This design comes from an exercise in tuning for small area, a short achievable clock period and few clock cycles per item on the open sky130 flow, not from production work.
Only simulation tests tie the RTL to the original design; equivalence was not proved.

// loop_core
module loop_core (
    input  wire        clk,
    input  wire        rst,
    input  wire        cfg_we,
    input  wire [5:0]  cfg_addr,
    input  wire [31:0] cfg_wdata,
    input  wire        start,
    input  wire [31:0] sp,
    input  wire [31:0] pv,
    input  wire [31:0] target,
    input  wire [31:0] out_lo,
    input  wire [31:0] out_hi,
    input  wire [3:0]  nsec,
    input  wire        integrate,
    input  wire        reset_states,
    output wire        ready,
    output reg         done,
    output reg  [31:0] out,
    output reg  [31:0] err,
    output reg  [7:0]  flags,
    input  wire [4:0]  rd_addr,
    output reg  [47:0] rd_data
);
export LEC_CHECK = 0
export ABC_AREA = 1
export CAP_MARGIN = 20
export CORE_MARGIN = 2
export CORE_UTILIZATION = 50
export PLACE_DENSITY = 0.6
export SLEW_MARGIN = 20
create_clock -name core_clock -period 25.0 [get_ports {clk}]
standard.sh (not shown) runs the stock make flow with config.mk's settings and CLKGATE_MAP_FILE= SYNTH_SCRIPT=/design/flow/synth_recipe.tcl, a recipe that flattens the netlist after the stock synthesis.
==> flow/flow/run.sh <==
#!/bin/bash
# The standard layout, with the resizer asked to aim for a shorter clock
# period than the design's (the constraints and the clock stay as they are)
# and the ports buffered with plain buffers.  Each tool's output goes to a
# log file of its own.
set -euo pipefail
bash standard.sh synth > synth.log 2>&1
bash standard.sh SETUP_SLACK_MARGIN=12 "BUFFER_PORTS_ARGS=-buffer_cell sky130_fd_sc_hd__buf_2" finish > layout.log 2>&1
Testbench counts at the start, summed over its fixed seeds: cycles 17,720, items 2,304.
Next try:
--- a/flow/flow/run.sh
+++ b/flow/flow/run.sh
@@ -6,3 +6,3 @@
 set -euo pipefail
 bash standard.sh synth > synth.log 2>&1
-bash standard.sh SETUP_SLACK_MARGIN=12 "BUFFER_PORTS_ARGS=-buffer_cell sky130_fd_sc_hd__buf_2" finish > layout.log 2>&1
+bash standard.sh SETUP_SLACK_MARGIN=15 "BUFFER_PORTS_ARGS=-buffer_cell sky130_fd_sc_hd__buf_2" finish > layout.log 2>&1
After rerunning: With this change the flow produced a layout that fails on max-capacitance violations, max-slew violations; via count rose by 5.5%; non-clock buffer count rose by 852; final cell count rose by 3.2%.
Next try:
==> flow/run.sh (new file) <==
#!/bin/bash
# synth_recipe.tcl (not shown) runs the flow's synth.tcl, then flattens the netlist and writes it again
# the make line also repeats each setting of config.mk as NAME=value (left out here)
make -C /OpenROAD-flow-scripts/flow DESIGN_CONFIG=/design/flow/config.mk WORK_HOME=/design/flow/orfs CLKGATE_MAP_FILE= SYNTH_SCRIPT=/design/flow/synth_recipe.tcl finish
removed: flow/flow/run.sh
removed: flow/standard.sh
Outcome:
- This time the run produced a clean layout
- die area stays the same
- critical path depth is unchanged
- core utilization is lower by 4.0 points
- worst hold slack got worse by 0.015 ns
- synthesized cell count stays the same
- final area is lower by 6.7%

---

Setup of pepper:
Another version of the RTL of loop_core (not shown whole).
Size: roughly 21000 cells after synthesis, roughly 2400 flip-flops, roughly 340 I/O pins, ~210000 um^2 of cells after synthesis.
Settings: LEC_CHECK=0, ABC_AREA=1, CAP_MARGIN=30, CORE_MARGIN=2, CORE_UTILIZATION=65, PLACE_DENSITY=0.75, SLEW_MARGIN=30; clock period 25.0 ns.
==> flow/flow/run.sh <==
#!/bin/bash
# The standard layout, with the resizer asked to aim for a shorter clock
# period than the design's (the constraints and the clock stay as they are)
# and the ports buffered with plain buffers.  Each tool's output goes to a
# log file of its own.
set -euo pipefail
bash standard.sh synth > synth.log 2>&1
bash standard.sh SETUP_SLACK_MARGIN=12.5 "BUFFER_PORTS_ARGS=-buffer_cell sky130_fd_sc_hd__buf_2" finish > layout.log 2>&1
Testbench counts of pepper, summed over its fixed seeds: cycles 17,720, items 2,304.
#### Input delta (ember over pepper)
-- flow/flow/run.sh --
<<< pepper, line 6
set -euo pipefail
bash standard.sh synth > synth.log 2>&1
bash standard.sh SETUP_SLACK_MARGIN=12.5 "BUFFER_PORTS_ARGS=-buffer_cell sky130_fd_sc_hd__buf_2" finish > layout.log 2>&1
>>> ember, line 6
set -euo pipefail
bash standard.sh synth > synth.log 2>&1
bash standard.sh SETUP_SLACK_MARGIN=13 "BUFFER_PORTS_ARGS=-buffer_cell sky130_fd_sc_hd__buf_2" finish > layout.log 2>&1
| cell area | ember vs pepper | 1800 um^2 higher |
Compared ember against pepper; clock insertion delay at the later pin of the skew report within noise.
Final cell count without fillers of ember is on par with pepper.
Data required time of the critical path delta (ember -> pepper): insignificant
A capture point of the worst path of rd_data[7] is what pepper shows, while rd_data[32] belongs to ember.
Between ember and pepper, the clock tree cell share of total cell area does not differ in any meaningful way.
Summary of ember over pepper: worst hold slack essentially unchanged; upper clock frequency limit increased about 4%; fraction of cell area in non-clock buffers increased 0.56 points.
Setup changes, ember to tundra
-- flow/flow/run.sh --
<<< ember, line 6
set -euo pipefail
bash standard.sh synth > synth.log 2>&1
bash standard.sh SETUP_SLACK_MARGIN=13 "BUFFER_PORTS_ARGS=-buffer_cell sky130_fd_sc_hd__buf_2" finish > layout.log 2>&1
>>> tundra, line 6
set -euo pipefail
bash standard.sh synth > synth.log 2>&1
bash standard.sh SETUP_SLACK_MARGIN=13.5 "BUFFER_PORTS_ARGS=-buffer_cell sky130_fd_sc_hd__buf_2" finish > layout.log 2>&1
==> comparison <==
- Delta (tundra minus ember): wire length rose by 5.1 mm; async set-reset flop share out of synthesis did not really move; utilization of the core after routing went up by 0.81 points; area of placed instances neither gained nor lost much; required time of the worst setup path shows no meaningful change.
- Of tundra and ember, it is tundra that has the higher mean number of vias per cell.

[re-timing with driven ports]
The results above use ideal ports. As a check the final layouts listed here were re-extracted and re-timed, cells and wires unchanged. Step 1 sets driving cells, clkbuf_16 on the clock port and buf_2 on the other inputs (assumed; they add their load-dependent delay and slew). Step 2 times the ports against the registers' clock, not the clock port: input delays grow and output delays shrink by t, the midpoint of the rising clock arrivals with the driver on. Three values: no drivers, after step 1, after step 2; two values: the first two.
| run | shift t [ns] | slack for setup (ns) | hold slack, ns | worst slew at a driven data input, ns | pins driven straight from the clock port |
|---|---|---|---|---|---|
| the first run of note 1 | 1.038 | 11.701 / 11.601 / 11.601 | 0.427 / 0.427 / 0.427 | 0.12 | 1 |
| the second run of note 1 | 1.043 | 12.301 / 12.241 / 12.241 | 0.431 / 0.431 / 0.431 | 0.20 | 1 |
| the third run of note 1 | 1.039 | 9.995 / 9.922 / 9.922 | 0.416 / 0.416 / 0.416 | 0.11 | 1 |
| pepper | 1.020 | 12.344 / 12.229 / 11.816 | 0.353 / 0.353 / 0.353 | 0.12 | 1 |
| ember | 1.014 | 12.822 / 12.687 / 12.259 | 0.353 / 0.353 / 0.353 | 0.17 | 1 |
| tundra | 1.012 | 12.574 / 12.408 / 12.408 | 0.343 / 0.343 / 0.343 | 0.17 | 1 |
For ember, which loses most, drivers alone change the setup slack by -0.135 ns; drivers and shift together by -0.563 ns.
